Background: an optimization exercise with open tools, aiming at small area, a short achievable clock period and few clock cycles per item. Do not read the settings as production practice. Only simulation tests tie the RTL to the original design; equivalence was not proved. No activity file was given, so power comes from the tool's default toggle rates.

run A:
==> flow/design.v (excerpt) <==
module spread_hash (
    input  wire          clk,
    input  wire          rst,         
    input  wire          start,       
    input  wire          kind,        
    input  wire [63:0]   mask,        
    input  wire [1023:0] words,       
    input  wire [31:0]   seed,        
    input  wire [319:0]  key,         
    output reg           done,        
    output wire [31:0]   hash
);
clock: 7.0 ns
lec_check: 0
cap_margin: 35
core_area: 10 10 500 500
die_area: 0 0 510 510
setup_slack_margin: 4.0
slew_margin: 35
standard.sh (not shown) runs the stock make flow with config.mk's settings and CLKGATE_MAP_FILE= SYNTH_SCRIPT=/design/flow/synth_recipe.tcl, a recipe that flattens the netlist after the stock synthesis.
==> flow/flow/run.sh <==
#!/bin/bash
# The standard layout (standard.sh: standard synthesis unchanged), except that the
# buffer that buffer_ports puts on every input and output port is the smallest buffer
# cell instead of the default choice (every port still gets its own buffer).
set -euo pipefail
export BUFFER_PORTS_ARGS="-buffer_cell sky130_fd_sc_hd__buf_1"
bash standard.sh finish > standard_flow.log 2>&1
Testbench counts of run A, summed over its fixed seeds: cycles 20,313, items 1,920.
--- input diff run A..run B ---
# run A
export LEC_CHECK = 0
export CAP_MARGIN = 35
export CORE_AREA = 10 10 500 500
export DIE_AREA = 0 0 510 510
export SETUP_SLACK_MARGIN = 4.0
export SLEW_MARGIN = 35
create_clock -name core_clock -period 7.0 [get_ports {clk}]
# run B
export LEC_CHECK = 0
export CAP_MARGIN = 35
export CORE_AREA = 10 10 500 500
export DIE_AREA = 0 0 510 510
export PLACE_DENSITY = 0.7
export SETUP_SLACK_MARGIN = 3.6
export SLEW_MARGIN = 35
create_clock -name core_clock -period 7.0 [get_ports {clk}]
Run B finished every stage and its layout cleared the timing, design-rule and antenna checks.
Summary of run B over run A: area added between synthesis and finish decreased 13 points, first-iteration DRC count decreased 5.3%, non-clock buffer count decreased 13%, number of non-clock inverters in the layout decreased 3.
Compared with run A, run B is more frugal on power.
Run B: utilization 2.2 points below run A
Post-layout minimum cycle time, run B and run A: higher on run B
In the reports for run B and run A, the smaller area taken by multi-input logic gates belongs to run B.
Input changes introduced in run C (baseline for comparison: run B):
# run B
export LEC_CHECK = 0
export CAP_MARGIN = 35
export CORE_AREA = 10 10 500 500
export DIE_AREA = 0 0 510 510
export PLACE_DENSITY = 0.7
export SETUP_SLACK_MARGIN = 3.6
export SLEW_MARGIN = 35
create_clock -name core_clock -period 7.0 [get_ports {clk}]
# run C
export LEC_CHECK = 0
export CAP_MARGIN = 35
export CORE_AREA = 10 10 500 500
export DIE_AREA = 0 0 510 510
export SETUP_SLACK_MARGIN = 0
export SLEW_MARGIN = 35
create_clock -name core_clock -period 7.0 [get_ports {clk}]
### Flow results
Cell count of the worst hold path was higher in the run labelled run B.
Diff run B and run C: power lower in run C
Going from run B to run C, maximum achievable frequency dropped about 23%; fraction of cell area in non-clock buffers -1.2 points; clock network area share up 0.36 points; worst path setup slack after routing went down.
Between run B and run C, the flow reports total of plain and repair buffers excluding clock buffers decreasing by a few percent.

========
The RTL this note starts from:
==> flow/design.v <==
module spread_hash (
    input  wire          clk,
    input  wire          rst,         
    input  wire          start,       
    input  wire          kind,        
    input  wire [63:0]   mask,        
    input  wire [1023:0] words,       
    input  wire [31:0]   seed,        
    input  wire [319:0]  key,         
    output reg           done,        
    output wire [31:0]   hash
);
    localparam [511:0] CRC_L16 = 512'h8fc847e423f211f908fc047e8df746fbacb5d992e301fe487f24b05ad7e56bf235f91afc82b6ce93e8817440b5e8d53c6a9eba87d28be68dfc8e7e473f231f91;
    localparam [1023:0] CRC_L32 = 1024'h8fc8e57b47e472bd23f2395e11f91caf08fc8e57047e472b8df7c6ee46fbe377acb514c0d9926f1be301d2f6fe480c007f240600b05ae67bd7e596466bf2cb2335f965911afcb2c882b6bc1fce93bb74e88138c174409c60b5e8ab4bd53cb0de6a9e586fba87c94cd28b01dde68d6595fc8e57b17e472bd83f2395ec1f91caf6;
    reg          busy;        
    reg          st1;         
    reg          lh;          
    reg  [63:0]  pend;        
    reg  [63:0]  l1, l2;      
    reg  [7:0]   h1, h2;      
    reg  [15:0]  w1, w2;      
    reg          v2;          
    reg  [31:0]  acc;         
    reg  [63:0]  kw;          
    reg  [9:0]   kptr;        
    assign hash = acc;
    reg  [7:0]   gb1, gb2;    
    reg  [7:0]   f1;          
    reg  [7:0]   f2a, f2b;    
    integer      g, k;
    always @* begin
        gb1[0] = 1'b0;
        gb2[0] = 1'b0;
        for (g = 1; g < 8; g = g + 1) begin
            gb1[g] = gb1[g-1] | h1[g-1];
            gb2[g] = gb2[g-1] | h2[g-1] | (gb1[g-1] & h1[g-1]);
        end
        for (g = 0; g < 8; g = g + 1) begin
            f1[g]  = h1[g] & ~gb1[g];
            f2a[g] = h2[g] & ~gb1[g];
            f2b[g] = h1[g] & gb1[g] & ~gb2[g];
        end
    end
    reg  [15:0]  ga [0:7];    
    reg  [15:0]  gb [0:7];    
    reg  [15:0]  rd1, rd2;
    reg  [63:0]  s1, s2;      
    always @* begin
        rd1 = 16'd0;
        rd2 = 16'd0;
        for (g = 0; g < 8; g = g + 1) begin
            ga[g] = 16'd0;
            gb[g] = 16'd0;
            for (k = 0; k < 8; k = k + 1) begin
                ga[g] = ga[g] | (words[16*(8*g+k) +: 16] & {16{l1[8*g+k]}});
                gb[g] = gb[g] | (words[16*(8*g+k) +: 16] & {16{l2[8*g+k]}});
                s1[8*g+k] = l1[8*g+k] & f1[g];
                s2[8*g+k] = (l2[8*g+k] & f2a[g]) | (l1[8*g+k] & f2b[g]);
            end
            rd1 = rd1 | (ga[g] & {16{f1[g]}});
            rd2 = rd2 | (gb[g] & {16{f2a[g]}}) | (ga[g] & {16{f2b[g]}});
        end
    end
    wire [63:0]  pend_next = start ? mask : (pend & ~s1 & ~s2);
    reg  [63:0]  nl1, nl2;
    reg  [7:0]   nh1, nh2;
    reg          e1, e2;
    always @* begin
        for (g = 0; g < 8; g = g + 1) begin
            e1 = 1'b0;
            e2 = 1'b0;
            for (k = 0; k < 8; k = k + 1) begin
                nl1[8*g+k] = pend_next[8*g+k] & ~e1;
                nl2[8*g+k] = pend_next[8*g+k] & e1 & ~e2;
                e2 = e2 | (e1 & pend_next[8*g+k]);
                e1 = e1 | pend_next[8*g+k];
            end
            nh1[g] = e1;
            nh2[g] = e2;
        end
    end
    reg  [31:0]  kpair;       
    reg  [63:0]  kinit;       
    integer      m, c;
    always @* begin
        kpair = 32'd0;
        for (c = 0; c < 10; c = c + 1)
            for (m = 0; m < 32; m = m + 1)
                kpair[m] = kpair[m] | (key[319 - 32*c - m] & kptr[c]);
        for (m = 0; m < 64; m = m + 1)
            kinit[m] = key[319 - m];
    end
    wire [15:0]  b1 = {w1[7:0], w1[15:8]};
    wire [15:0]  b2 = {w2[7:0], w2[15:8]};
    wire [15:0]  t1 = acc[15:0] ^ b1;
    wire [31:0]  t2 = acc ^ {b2, b1};
    reg  [31:0]  crc_a, crc_b;
    integer      o;
    always @* begin
        for (o = 0; o < 32; o = o + 1) begin
            crc_a[o] = (o < 16 ? acc[o + 16] : 1'b0) ^ (^(t1 & CRC_L16[16*o +: 16]));
            crc_b[o] = ^(t2 & CRC_L32[32*o +: 32]);
        end
    end
    wire [31:0]  crc_next = v2 ? crc_b : crc_a;
    wire [31:0]  tin;
    genvar       gj;
    generate
        for (gj = 0; gj < 16; gj = gj + 1) begin : g_in
            assign tin[gj]      = w1[15 - gj];
            assign tin[16 + gj] = w2[15 - gj];
        end
    endgenerate
    function [7:0] hank8;                     
        input [7:0]  x;
        input [14:0] h;
        integer      qq;
        begin
            for (qq = 0; qq < 8; qq = qq + 1)
                hank8[qq] = ^(x & h[qq +: 8]);
        end
    endfunction
    function [15:0] hank16;
        input [15:0] x;
        input [30:0] h;
        reg   [7:0]  p;
        begin
            p = hank8(x[7:0] ^ x[15:8], h[22:8]);
            hank16[7:0]  = p ^ hank8(x[7:0],  h[14:0]  ^ h[22:8]);
            hank16[15:8] = p ^ hank8(x[15:8], h[30:16] ^ h[22:8]);
        end
    endfunction
    wire [15:0]  tp  = hank16(tin[15:0] ^ tin[31:16], kw[46:16]);
    wire [15:0]  ty0 = tp ^ hank16(tin[15:0],  kw[30:0]  ^ kw[46:16]);
    wire [15:0]  ty1 = tp ^ hank16(tin[31:16], kw[62:32] ^ kw[46:16]);
    wire [31:0]  ty  = {ty1, ty0};            
    reg  [31:0]  tpz_next;
    integer      q;
    always @* begin
        for (q = 0; q < 32; q = q + 1)
            tpz_next[31 - q] = acc[31 - q] ^ ty[q];
    end
    always @(posedge clk) begin
        pend <= pend_next;
        l1   <= nl1;
        l2   <= nl2;
        h1   <= nh1;
        h2   <= nh2;
        w1   <= rd1;
        w2   <= rd2;
        v2   <= f2a != 8'd0 || f2b != 8'd0;
        acc  <= st1 ? (kind ? 32'd0 : seed) : (kind ? tpz_next : crc_next);
        kw   <= st1 ? kinit : {kpair, kw[63:32]};
        kptr <= st1 ? 10'd4 : {kptr[8:0], kptr[9]};
        if (rst) begin
            busy <= 1'b0;
            st1  <= 1'b0;
            lh   <= 1'b0;
            done <= 1'b0;
        end else begin
            st1  <= start;
            lh   <= busy && h1 != 8'd0 && pend_next == 64'd0;
            done <= lh || (st1 && h1 == 8'd0);
            busy <= start || (busy && !(lh || (st1 && h1 == 8'd0)));
        end
    end
endmodule
export LEC_CHECK = 0
export CAP_MARGIN = 35
export CORE_AREA = 10 10 500 500
export DIE_AREA = 0 0 510 510
export SETUP_SLACK_MARGIN = 3.2
export SLEW_MARGIN = 35
create_clock -name core_clock -period 7.0 [get_ports {clk}]
Scripts as last shown in full above: flow/flow/run.sh
The first run finished clean.
Testbench counts at the start, summed over its fixed seeds: cycles 20,313, items 1,920.
Rerun with:
==> flow/flow/run.sh (replaced) <==
#!/bin/bash
# The standard layout (standard.sh: standard synthesis unchanged), with two changes
# to how the layout is made:
#  - the buffer that buffer_ports puts on every input and output port is the smallest
#    buffer cell instead of the default choice (every port still gets its own buffer);
#  - pins on the top and bottom edges may use met4 as well as met2, so that the
#    1477 pins fit on the edges of a smaller die at the usual two-track spacing.
set -euo pipefail
export BUFFER_PORTS_ARGS="-buffer_cell sky130_fd_sc_hd__buf_1"
export IO_PLACER_V="met2 met4"
bash standard.sh finish > standard_flow.log 2>&1
- CORE_AREA: 10 10 500 500 -> 10 10 370 370
- DIE_AREA: 0 0 510 510 -> 0 0 380 380
- SETUP_SLACK_MARGIN: 3.2 -> 4.5
Design area went up by 24%.
Fmax goes up by 19%.
Setup slack is better by 0.60 ns.
Area after synthesis stays the same.
Core utilization climbs by 28 points.
Rerun with:
==> flow/flow/run.sh (replaced) <==
#!/bin/bash
# The standard layout (standard.sh: standard synthesis unchanged), except that the
# buffer that buffer_ports puts on every input and output port is the smallest buffer
# cell instead of the default choice (every port still gets its own buffer).
set -euo pipefail
export BUFFER_PORTS_ARGS="-buffer_cell sky130_fd_sc_hd__buf_1"
bash standard.sh finish > standard_flow.log 2>&1
- CORE_AREA: 10 10 370 370 -> 10 10 500 500
- DIE_AREA: 0 0 380 380 -> 0 0 510 510
- SETUP_SLACK_MARGIN: 4.5 -> 3.6
Via count came out lower by a little under a tenth.
Clock skew came out higher by 0.020 ns.
Synthesized cell count stays the same.
Wire length came out higher by a little under a tenth.
Total power came out lower by about a fifth.
Global-route usage came out lower by 18 points.
Synthesized area does not change.
Sequential share of layout area came out higher by 1.7 points.
Rerun with:
==> flow/run.sh (new file) <==
#!/bin/bash
# synth_recipe.tcl (not shown) runs the flow's synth.tcl, then flattens the netlist and writes it again
# the make line also repeats each setting of config.mk as NAME=value (left out here)
make -C /OpenROAD-flow-scripts/flow DESIGN_CONFIG=/design/flow/config.mk WORK_HOME=/design/flow/orfs CLKGATE_MAP_FILE= SYNTH_SCRIPT=/design/flow/synth_recipe.tcl finish
- CORE_AREA: 10 10 500 500 -> 10 10 550 550
- DIE_AREA: 0 0 510 510 -> 0 0 560 560
- SETUP_SLACK_MARGIN: 3.6 -> 4.5
removed: flow/flow/run.sh
removed: flow/standard.sh
Clock-buffer cell count does not change.
Worst setup slack degrades by 0.029 ns.
Combinational power went up by about 40%.
Sequential cell count does not change.
Core utilization rose by 4.4 points.
Routed wire length grows by 18%.
Via count grows by 11%.
Clock skew is about the same.
Fmax fell by 0.84%.
Power rose by 34%.
Rerun with:
==> flow/flow/run.sh (new file) <==
#!/bin/bash
# The standard layout (standard.sh: standard synthesis unchanged), with two changes
# to how the layout is made:
#  - the buffer that buffer_ports puts on every input and output port is the smallest
#    buffer cell instead of the default choice (every port still gets its own buffer);
#  - pins on the top and bottom edges may use met4 as well as met2, so that the
#    1477 pins fit on the edges of a smaller die at the usual two-track spacing.
set -euo pipefail
export BUFFER_PORTS_ARGS="-buffer_cell sky130_fd_sc_hd__buf_1"
export IO_PLACER_V="met2 met4"
bash standard.sh finish > standard_flow.log 2>&1
==> flow/standard.sh (new file) <==
#!/bin/bash
# synth_recipe.tcl (not shown) runs the flow's synth.tcl, then flattens the netlist and writes it again
# the make line also repeats each setting of config.mk as NAME=value (left out here)
make -C /OpenROAD-flow-scripts/flow DESIGN_CONFIG=/design/flow/config.mk WORK_HOME=/design/flow/orfs CLKGATE_MAP_FILE= SYNTH_SCRIPT=/design/flow/synth_recipe.tcl "${@:-finish}"
- CORE_AREA: 10 10 550 550 -> 10 10 390 390
- DIE_AREA: 0 0 560 560 -> 0 0 400 400
- SETUP_SLACK_MARGIN: 4.5 -> 3.6
removed: flow/run.sh
What happened: Total power fell by a quarter to a third; worst setup slack is worse by 0.20 ns; synthesized cell count does not change; cell area fell by a quarter to a third; utilization rose by 8.5 points.
Rerun with:
==> flow/flow/run.sh (replaced) <==
#!/bin/bash
# The standard layout (standard.sh: standard synthesis unchanged), except that the
# buffer that buffer_ports puts on every input and output port is the smallest buffer
# cell instead of the default choice (every port still gets its own buffer).
set -euo pipefail
export BUFFER_PORTS_ARGS="-buffer_cell sky130_fd_sc_hd__buf_1"
bash standard.sh finish > standard_flow.log 2>&1
- CORE_AREA: 10 10 390 390 -> 10 10 500 500
- DIE_AREA: 0 0 400 400 -> 0 0 510 510
- SETUP_SLACK_MARGIN: 3.6 -> 4.0
- TNS_END_PERCENT: unset -> 30
Global-route usage came out lower by 13 points.
Die area came out higher by well over a third.
Wire length came out higher by roughly a tenth.
Worst hold slack gets worse by 0.056 ns.
Register-to-register slack gets better by 0.42 ns.
Via count came out higher slightly.
Cell area came out higher by about a fifth.
Combinational power came out higher by roughly a tenth.
Clock-buffer cell count came out higher by 6.
Core utilization came out lower by 11 points.
Worst setup slack gets better by 0.42 ns.

static timing again, ports no longer ideal:
The results above use ideal ports. As a check the final layouts listed here were re-extracted and re-timed, cells and wires unchanged.
Step 1 (the two cells are an assumption about what drives the block):
set clk [get_ports {clk}]
set_driving_cell -lib_cell sky130_fd_sc_hd__clkbuf_16 $clk
set_driving_cell -lib_cell sky130_fd_sc_hd__buf_2 [delete_from_list [all_inputs] $clk]
Step 2 times the ports against the registers' clock, not the clock port: input delays grow and output delays shrink by t, the midpoint of the rising clock arrivals with the driver on.
Slacks: ideal / step 1 / step 2; pairs: ideal / step 1.
run | t, ns | slack for setup (ns) | clock arrival spread, ns | worst slew at a driven data input, ns
run A | 0.786 | 3.757 / 3.627 / 2.841 | 0.074 / 0.074 | 0.45
run B | 0.760 | 3.480 / 3.476 / 2.715 | 0.056 / 0.055 | 0.54
run C | 0.790 | 2.419 / 2.419 / 2.167 | 0.093 / 0.093 | 0.47
the first run of note 2 | 0.789 | 3.221 / 3.221 / 2.535 | 0.091 / 0.091 | 0.49
the second run of note 2 | 0.690 | 3.817 / 3.814 / 3.124 | 0.053 / 0.053 | 0.40
the third run of note 2 | 0.774 | 3.561 / 3.561 / 2.829 | 0.069 / 0.069 | 0.48
the fourth run of note 2 | 0.794 | 3.532 / 3.532 / 2.813 | 0.065 / 0.065 | 0.51
the fifth run of note 2 | 0.711 | 3.337 / 3.337 / 2.715 | 0.026 / 0.026 | 0.34
the sixth run of note 2 | 0.776 | 3.755 / 3.602 / 2.826 | 0.075 / 0.075 | 0.44
After both steps every run listed still meets setup and hold. The setup slack of the sixth run of note 2, which loses most, moves by -0.153 ns with the drivers and by -0.929 ns with both steps.
